Source: an optimization exercise on an open RTL-to-GDS flow (aim: small area, a short achievable clock period and few clock cycles). Production flows keep margins and buffers that such runs may drop. At most, simulation tests tie the RTL to the original design; equivalence was not proved.

## arc_detector
module arc_detector (
    input  wire        clk,
    input  wire        rst,         
    input  wire [14:0] depth,       
    input  wire [14:0] alpha,       
    input  wire [14:0] floor_q,     
    input  wire [5:0]  confirm,     
    input  wire [15:0] holdoff,     
    input  wire [7:0]  limit,       
    input  wire [15:0] learn,       
    input  wire        latch_in,    
    input  wire        s_valid,
    input  wire [15:0] s_data,      
    input  wire        s_clr,       
    output wire        s_ready,
    output reg         r_valid,
    output reg         r_evt,       
    output reg         r_inh,       
    output reg         r_latch,     
    output reg  [31:0] r_arcs       
);
Size: about 3700 cells after synthesis, ~150 flip-flops, roughly 0.028 mm^2 of cells after synthesis.
make LEC_CHECK=0 CAP_MARGIN=20 CORE_MARGIN=2 CORE_UTILIZATION=40 SLEW_MARGIN=20 finish   # period 14.0 ns
run.sh (not shown) runs the stock make flow with config.mk's settings and CLKGATE_MAP_FILE= SYNTH_SCRIPT=/design/flow/synth_recipe.tcl, a recipe that flattens the netlist after the stock synthesis.
Testbench counts at the start, summed over its fixed seeds: cycles 192,016.
Change:
--- a/flow/design.v
+++ b/flow/design.v
@@ -36,26 +36,17 @@
     reg signed [39:0] b;
     reg        [15:0] c;
     reg               m_hold, m_learn;
     reg        [10:0] poll;
     wire signed [24:0] bq = b[39:15];
     wire [23:0] bq_u = b[38:15];
     wire above_floor = ~b[39] & ((b[38:30] != 9'd0) | (b[29:15] >= floor_q));
-    wire [15:0] d16 = x - b[30:15];
-    wire borrow = (x[14:0] < b[29:15]);
-    wire [9:0] bh = b[39:30];
-    wire bh_0  = (bh == 10'h000);
-    wire bh_1  = (bh == 10'h001);
-    wire bh_m1 = (bh == 10'h3FF);
-    wire bh_m2 = (bh == 10'h3FE);
-    wire t_0  = x[15] ? bh_m1 : bh_0;
-    wire t_p1 = x[15] ? bh_0  : bh_1;
-    wire t_m1 = x[15] ? bh_m2 : bh_m1;
-    wire in_range = t_0 | (t_p1 & ~borrow) | (t_m1 & borrow);
-    wire [15:0] s = in_range ? d16 : {~b[39], {15{b[39]}}};
+    wire signed [25:0] diff = x - bq;
+    wire [15:0] s = (diff[25:15] == 11'h000 || diff[25:15] == 11'h7FF) ? diff[15:0] :
+                    (diff[25] ? 16'h8000 : 16'h7FFF);
     wire ba_one0 = alpha_r[0] ^ 1'b0;
     wire ba_two0 = (alpha_r[1] & ~alpha_r[0] & ~1'b0) | (~alpha_r[1] & alpha_r[0] & 1'b0);
     wire ba_neg0 = alpha_r[1];
     wire ba_one1 = alpha_r[2] ^ alpha_r[1];
     wire ba_two1 = (alpha_r[3] & ~alpha_r[2] & ~alpha_r[1]) | (~alpha_r[3] & alpha_r[2] & alpha_r[1]);
     wire ba_neg1 = alpha_r[3];
     wire ba_one2 = alpha_r[4] ^ alpha_r[3];
Area after synthesis went up by a few percent. Fmax drops by a little under a tenth. Sequential share of layout area went down by 0.43 points. Routed wire length climbs by roughly a tenth. Worst setup slack gets worse by 900 ps. Non-clock buffer count increases by 15.
Function not checked in the second run of this note: the RTL went through the layout flow alone.

---

arc_detector, a different RTL version from the one above (not shown whole).
For scale: ~2700 cells after synthesis, about 200 flip-flops, about 150 I/O pins.
clock: 14.0 ns
lec_check: 0
cap_margin: 20
core_margin: 2
core_utilization: 55
slew_margin: 20
standard.sh (not shown) runs the stock make flow with config.mk's settings and CLKGATE_MAP_FILE= SYNTH_SCRIPT=/design/flow/synth_recipe.tcl, a recipe that flattens the netlist after the stock synthesis.
==> flow/flow/run.sh <==
#!/bin/bash
# The standard layout, with timing repair asked to leave setup slack so that
# the design runs well below the fixed clock period.
set -euo pipefail
bash standard.sh SETUP_SLACK_MARGIN=8 finish > standard.log 2>&1
The baseline finished with timing, DRC and antenna clean.
Testbench counts at the start, summed over its fixed seeds: cycles 192,024.
==> next run, changes <==
--- a/flow/design.v
+++ b/flow/design.v
@@ -22,14 +22,12 @@
     localparam [10:0] POLL_LAST = 11'd1999;    
     reg               va, vb;
     reg  signed [15:0] xa;
     reg               x15;           
     reg               ca, clr;
     reg        [15:0] dq;            
-    reg        [14:0] floor_r;
-    reg        [7:0]  limit_r;
     wire       [15:0] dq_next;
     wire              stall;
     assign s_ready = ~stall;
     always @(posedge clk) begin
         if (rst) begin
             va <= 1'b0;
@@ -42,23 +40,21 @@
             xa  <= s_data;
             ca  <= s_clr;
             x15 <= xa[15];
             clr <= ca;
         end
         dq      <= stall ? {x15, {15{~x15}}} : dq_next;
-        floor_r <= floor_q;
-        limit_r <= limit;
     end
     wire xv = vb & ~stall;
     reg signed [30:0] b;
     reg        [15:0] c;
     reg               m_hold, m_learn;
     reg        [10:0] poll;
     wire signed [15:0] bq = b[30:15];
     wire [14:0] bq_u = b[29:15];
-    wire above_floor = ~b[30] & (b[29:15] >= floor_r);
+    wire above_floor = ~b[30] & (b[29:15] >= floor_q);
     wire ovf = (x15 ^ b[30]) & (dq[15] ^ x15);
     assign stall = vb & ovf;
     wire [15:0] s = dq;
     reg ba_one0, ba_two0;
     always @(posedge clk) begin
         ba_one0 <= alpha[0] ^ 1'b0;
@@ -1543,13 +1539,13 @@
         end else if (1'b0) begin
             if (c_one) begin
                 n_inh0  = 1'b1;
                 n_arcs0 = arcs_inc;
                 n_hold_mode0 = 1'b1;
                 n_c0 = holdoff;
-                if (arcs_inc >= {24'd0, limit_r})
+                if (arcs_inc >= {24'd0, limit})
                     n_latch0 = 1'b1;
             end
         end else begin
             n_c0 = {10'd0, confirm};
         end
         if (poll_end && clr && n_latch0) begin
@@ -1583,13 +1579,13 @@
         end else if (1'b1) begin
             if (c_one) begin
                 n_inh1  = 1'b1;
                 n_arcs1 = arcs_inc;
                 n_hold_mode1 = 1'b1;
                 n_c1 = holdoff;
-                if (arcs_inc >= {24'd0, limit_r})
+                if (arcs_inc >= {24'd0, limit})
                     n_latch1 = 1'b1;
             end
         end else begin
             n_c1 = {10'd0, confirm};
         end
         if (poll_end && clr && n_latch1) begin
What happened:
- The changed run completed without violations
- fmax rises by 0.62%
- synthesized area fell by 2.9%
- wire length barely changes
- setup slack gains 0.036 ns
- register-to-register slack improved by 0.04 ns
Testbench counts after the change, summed over its fixed seeds: cycles 192,024.

---

arc_detector, a different RTL version from the one above (not shown whole).
Size in the first run: roughly 3200 cells after synthesis, roughly 140 flip-flops, roughly 24000 um2 of cells after synthesis.
==> flow/design.v (excerpt) <==
module arc_detector (
    input  wire        clk,
    input  wire        rst,         
    input  wire [14:0] depth,       
    input  wire [14:0] alpha,       
    input  wire [14:0] floor_q,     
    input  wire [5:0]  confirm,     
    input  wire [15:0] holdoff,     
    input  wire [7:0]  limit,       
    input  wire [15:0] learn,       
    input  wire        latch_in,    
    input  wire        s_valid,
    input  wire [15:0] s_data,      
    input  wire        s_clr,       
    output wire        s_ready,
    output reg         r_valid,
    output reg         r_evt,       
    output reg         r_inh,       
    output reg         r_latch,     
    output reg  [31:0] r_arcs       
);
export LEC_CHECK = 0
export CAP_MARGIN = 20
export CORE_MARGIN = 2
export CORE_UTILIZATION = 40
export SLEW_MARGIN = 20
create_clock -name core_clock -period 14.0 [get_ports {clk}]
Scripts as last shown in full above: flow/flow/run.sh
The baseline completed without violations.
Testbench counts at the start, summed over its fixed seeds: cycles 192,016.
Change:
--- a/flow/design.v
+++ b/flow/design.v
@@ -14,40 +14,50 @@
     input  wire        s_clr,       
     output wire        s_ready,
     output reg         r_valid,
     output reg         r_evt,       
     output reg         r_inh,       
     output reg         r_latch,     
     output reg  [31:0] r_arcs       
 );
     localparam [10:0] POLL_LAST = 11'd1999;    
-    assign s_ready = 1'b1;
     reg               xv;
     reg  signed [15:0] x;
     reg               clr;
+    reg               sat;           
     reg        [14:0] alpha_r;
     reg        [14:0] e_r;           
+    wire              stall;
+    assign s_ready = ~stall;
     always @(posedge clk) begin
-        xv      <= s_valid & ~rst;
-        x       <= s_data;
-        clr     <= s_clr;
+        if (rst)
+            xv <= 1'b0;
+        else if (!stall)
+            xv <= s_valid;
+        if (!stall) begin
+            x   <= s_data;
+            clr <= s_clr;
+        end
+        sat     <= stall & ~rst;
         alpha_r <= alpha;
         e_r     <= 15'd0 - depth;
     end
     reg signed [30:0] b;
     reg        [15:0] c;
     reg               m_hold, m_learn;
     reg        [10:0] poll;
     wire signed [15:0] bq = b[30:15];
     wire [14:0] bq_u = b[29:15];
     wire above_floor = ~b[30] & (b[29:15] >= floor_q);
     wire [16:0] diff = {x[15], x} - {bq[15], bq};
-    wire [15:0] s = (diff[16] == diff[15]) ? diff[15:0] : {diff[16], {15{~diff[16]}}};
+    wire        ovf  = diff[16] ^ diff[15];
+    assign stall = xv & ovf & ~sat;
+    wire [15:0] s = sat ? {~b[30], {15{b[30]}}} : diff[15:0];
     wire ba_one0 = alpha_r[0] ^ 1'b0;
     wire ba_two0 = (alpha_r[1] & ~alpha_r[0] & ~1'b0) | (~alpha_r[1] & alpha_r[0] & 1'b0);
     wire ba_neg0 = alpha_r[1];
     wire ba_one1 = alpha_r[2] ^ alpha_r[1];
     wire ba_two1 = (alpha_r[3] & ~alpha_r[2] & ~alpha_r[1]) | (~alpha_r[3] & alpha_r[2] & alpha_r[1]);
     wire ba_neg1 = alpha_r[3];
     wire ba_one2 = alpha_r[4] ^ alpha_r[3];
     wire ba_two2 = (alpha_r[5] & ~alpha_r[4] & ~alpha_r[3]) | (~alpha_r[5] & alpha_r[4] & alpha_r[3]);
     wire ba_neg2 = alpha_r[5];
@@ -1530,20 +1540,20 @@
             c       <= (learn != 16'd0) ? learn : {10'd0, confirm};
             m_hold  <= 1'b0;
             m_learn <= (learn != 16'd0);
             poll    <= 11'd0;
             r_valid <= 1'b0;
             r_inh   <= 1'b0;
             r_latch <= latch_in;
             r_arcs  <= 32'd0;
         end else begin
-            r_valid <= xv;
-            if (xv) begin
+            r_valid <= xv & ~stall;
+            if (xv & ~stall) begin
                 if (upd) b <= b_next;
                 c       <= n_c;
                 m_hold  <= n_hold_mode;
                 m_learn <= n_learn_mode;
                 poll    <= poll_end ? 11'd0 : poll + 11'd1;
                 r_inh   <= n_inh;
                 r_latch <= n_latch;
                 r_arcs  <= n_arcs;
             end
Outcome: The changed run went through all stages and came out clean. Final cell count stays flat. Hold slack gets better by 12 ps. Fmax climbs by 7.7%. Design area decreases by 3.5%. Wire length drops by 5.1%.
Testbench counts after the change, summed over its fixed seeds: cycles 192,016.

---

Another version of the RTL of arc_detector (not shown whole).
For scale: roughly 180 flip-flops, ~27000 sq um of cells after synthesis.
// arc_detector
module arc_detector (
    input  wire        clk,
    input  wire        rst,         
    input  wire [14:0] depth,       
    input  wire [14:0] alpha,       
    input  wire [14:0] floor_q,     
    input  wire [5:0]  confirm,     
    input  wire [15:0] holdoff,     
    input  wire [7:0]  limit,       
    input  wire [15:0] learn,       
    input  wire        latch_in,    
    input  wire        s_valid,
    input  wire [15:0] s_data,      
    input  wire        s_clr,       
    output wire        s_ready,
    output reg         r_valid,
    output reg         r_evt,       
    output reg         r_inh,       
    output reg         r_latch,     
    output reg  [31:0] r_arcs       
);
    localparam [10:0] POLL_LAST = 11'd1999;    
    assign s_ready = 1'b1;
    reg               va, vb;
    reg  signed [15:0] xa, x;
    reg               ca, clr;
    reg        [15:0] dq;            
    reg        [14:0] alpha_r;
    reg        [14:0] e_r;           
  ...
export LEC_CHECK = 0
export CAP_MARGIN = 20
export CORE_MARGIN = 2
export CORE_UTILIZATION = 55
export SLEW_MARGIN = 20
create_clock -name core_clock -period 14.0 [get_ports {clk}]
==> flow/flow/run.sh <==
#!/bin/bash
# The standard layout, with timing repair asked to leave setup slack so that
# the design runs well below the fixed clock period.
set -euo pipefail
bash standard.sh SETUP_SLACK_MARGIN=7 finish > standard.log 2>&1
Change:
--- a/flow/design.v
+++ b/flow/design.v
@@ -12,51 +12,54 @@
     input  wire        s_valid,
     input  wire [15:0] s_data,      
     input  wire        s_clr,       
     output wire        s_ready,
     output reg         r_valid,
     output reg         r_evt,       
     output reg         r_inh,       
     output reg         r_latch,     
     output reg  [31:0] r_arcs       
 );
     localparam [10:0] POLL_LAST = 11'd1999;    
-    assign s_ready = 1'b1;
-    reg               va, vb;
-    reg  signed [15:0] xa, x;
-    reg               ca, clr;
-    reg        [15:0] dq;            
+    reg               xv;
+    reg  signed [15:0] x;
+    reg               clr;
+    reg               sat;           
     reg        [14:0] alpha_r;
     reg        [14:0] e_r;           
-    wire       [15:0] dq_next;
+    wire              stall;
+    assign s_ready = ~stall;
     always @(posedge clk) begin
-        va      <= s_valid & ~rst;
-        xa      <= s_data;
-        ca      <= s_clr;
-        vb      <= va & ~rst;
-        x       <= xa;
-        clr     <= ca;
-        dq      <= dq_next;
+        if (rst)
+            xv <= 1'b0;
+        else if (!stall)
+            xv <= s_valid;
+        if (!stall) begin
+            x   <= s_data;
+            clr <= s_clr;
+        end
+        sat     <= stall & ~rst;
         alpha_r <= alpha;
         e_r     <= 15'd0 - depth;
     end
-    wire xv = vb;
     reg signed [30:0] b;
     reg        [15:0] c;
     reg               m_hold, m_learn;
     reg        [10:0] poll;
     wire signed [15:0] bq = b[30:15];
     wire [14:0] bq_u = b[29:15];
     wire above_floor = ~b[30] & (b[29:15] >= floor_q);
-    wire ovf = (x[15] ^ b[30]) & (dq[15] ^ x[15]);
-    wire [15:0] s = ovf ? {~b[30], {15{b[30]}}} : dq;
+    wire [16:0] diff = {x[15], x} - {bq[15], bq};
+    wire        ovf  = diff[16] ^ diff[15];
+    assign stall = xv & ovf & ~sat;
+    wire [15:0] s = sat ? {~b[30], {15{b[30]}}} : diff[15:0];
     wire ba_one0 = alpha_r[0] ^ 1'b0;
     wire ba_two0 = (alpha_r[1] & ~alpha_r[0] & ~1'b0) | (~alpha_r[1] & alpha_r[0] & 1'b0);
     wire ba_neg0 = alpha_r[1];
     wire ba_one1 = alpha_r[2] ^ alpha_r[1];
     wire ba_two1 = (alpha_r[3] & ~alpha_r[2] & ~alpha_r[1]) | (~alpha_r[3] & alpha_r[2] & alpha_r[1]);
     wire ba_neg1 = alpha_r[3];
     wire ba_one2 = alpha_r[4] ^ alpha_r[3];
     wire ba_two2 = (alpha_r[5] & ~alpha_r[4] & ~alpha_r[3]) | (~alpha_r[5] & alpha_r[4] & alpha_r[3]);
     wire ba_neg2 = alpha_r[5];
     wire ba_one3 = alpha_r[6] ^ alpha_r[5];
     wire ba_two3 = (alpha_r[7] & ~alpha_r[6] & ~alpha_r[5]) | (~alpha_r[7] & alpha_r[6] & alpha_r[5]);
@@ -1476,35 +1479,27 @@
     assign td_274 = (bd_p7_14 & td_212) | (bd_p7_14 & td_213) | (td_212 & td_213);
     wire td_275;
     assign td_275 = td_215 ^ bd_p7_15 ^ td_214;
     wire td_276;
     assign td_276 = (td_215 & bd_p7_15) | (td_215 & td_214) | (bd_p7_15 & td_214);
     wire td_277;
     assign td_277 = 1'b1 ^ td_216 ^ ~bd_p7_16;
     wire [30:0] td_s = {td_276, td_274, td_272, td_270, td_268, td_266, td_264, td_262, td_260, td_258, td_256, td_254, td_252, td_250, td_248, td_246, td_244, td_242, td_240, td_238, td_236, td_234, td_232, td_230, td_228, td_226, td_224, td_222, td_220, td_218, td_217};
     wire [30:0] td_c = {td_277, td_275, td_273, td_271, td_269, td_267, td_265, td_263, td_261, td_259, td_257, td_255, td_253, td_251, td_249, td_247, td_245, td_243, td_241, td_239, td_237, td_235, td_233, td_231, td_229, td_227, td_225, td_223, td_221, td_219, bd_p0_0};
     wire [30:0] td_sum = td_s + td_c;
     wire below  = x[15] | ~td_sum[30];
-    wire [15:0] dq_frz = xa - bq;
-    wire [15:0] xa_p1  = xa + 16'd1;
-    wire [30:0] r1     = {xa_p1, 15'd0};
-    wire [30:0] cs_s   = r1 ^ ~ta_s ^ ~ta_c;
-    wire [30:0] cs_c   = (r1 & ~ta_s) | (r1 & ~ta_c) | (~ta_s & ~ta_c);
-    wire [30:0] v_sum  = cs_s + {cs_c[29:0], 1'b1};
-    wire [15:0] dq_upd = v_sum[30:15];
     wire detect = above_floor & below;
     wire c_one = (c == 16'd1);
     wire [15:0] c_dec = c - 16'd1;
     wire arc = ~m_hold & ~m_learn & detect & c_one;
     wire upd = ~m_hold & (m_learn | ~detect);
-    assign dq_next = (xv & upd) ? dq_upd : dq_frz;
     wire [31:0] arcs_inc = r_arcs + 32'd1;
     wire poll_end = (poll == POLL_LAST);
     reg        n_inh, n_latch, n_hold_mode, n_learn_mode;
     reg [31:0] n_arcs;
     reg [15:0] n_c;
     always @(*) begin
         n_inh        = r_inh;
         n_latch      = r_latch;
         n_arcs       = r_arcs;
         n_hold_mode  = m_hold;
         n_learn_mode = m_learn;
@@ -1543,24 +1538,24 @@
         if (rst) begin
             b       <= 31'sd0;
             c       <= (learn != 16'd0) ? learn : {10'd0, confirm};
             m_hold  <= 1'b0;
             m_learn <= (learn != 16'd0);
             poll    <= 11'd0;
             r_valid <= 1'b0;
             r_inh   <= 1'b0;
             r_latch <= latch_in;
             r_arcs  <= 32'd0;
         end else begin
-            r_valid <= xv;
-            if (xv) begin
+            r_valid <= xv & ~stall;
+            if (xv & ~stall) begin
                 if (upd) b <= b_next;
                 c       <= n_c;
                 m_hold  <= n_hold_mode;
                 m_learn <= n_learn_mode;
                 poll    <= poll_end ? 11'd0 : poll + 11'd1;
                 r_inh   <= n_inh;
                 r_latch <= n_latch;
                 r_arcs  <= n_arcs;
             end
         end
         r_evt <= arc;
Result: The new run produced a clean layout. Non-clock buffer count grows by 100. Wire length shrinks by 2.1%. Global-route usage grows by 0.84 points. Core utilization grows by 4.3 points. Die area shrinks by 6.7%. Via count shrinks by 2.8%. Setup slack degrades by 0.31 ns. Clock-buffer cell count does not change. Final cell count shrinks by 4.1%. First-iteration DRC count grows by 0.66%.
Testbench counts after the change, summed over its fixed seeds: cycles 192,016.
The RTL of the first run of this note was laid out without a check of its function.

==> what the ideal ports hide <==
Ports are ideal in the flow. The routed layouts listed here were re-timed in OpenROAD. Step 1: set_driving_cell puts a clkbuf_16 on clk and a buf_2 on each other input, an assumption about the parent block. Step 2 also shifts input and output timing later by t, the mid clock arrival at the registers, as if the neighbouring blocks saw the same clock. a / b / c = no drivers / after step 1 / after step 2; a / b = the first two.
run	shift t [ns]	slack for setup (ns)	worst setup path after step 2	worst register clock-pin slew, ns
the first run of note 1	0.560	4.100 / 4.100 / 4.100	register to register	0.10 / 0.10
the second run of note 1	0.560	3.198 / 3.198 / 3.198	register to register	0.09 / 0.09
the first run of note 2	0.639	8.101 / 8.101 / 8.101	register to register	0.07 / 0.07
the second run of note 2	0.541	8.138 / 8.138 / 7.911	input to register	0.08 / 0.08
the first run of note 3	0.539	6.361 / 6.361 / 6.361	register to register	0.08 / 0.08
the second run of note 3	0.558	6.907 / 6.907 / 6.907	register to register	0.09 / 0.09
the first run of note 4	0.544	7.171 / 7.171 / 7.060	input to register	0.09 / 0.09
the second run of note 4	0.548	6.859 / 6.859 / 6.859	register to register	0.08 / 0.08
After both steps setup and hold are still met in every run listed. The setup slack of the second run of note 2, which loses most, moves by 0.000 ns with the drivers and by -0.227 ns with both steps.
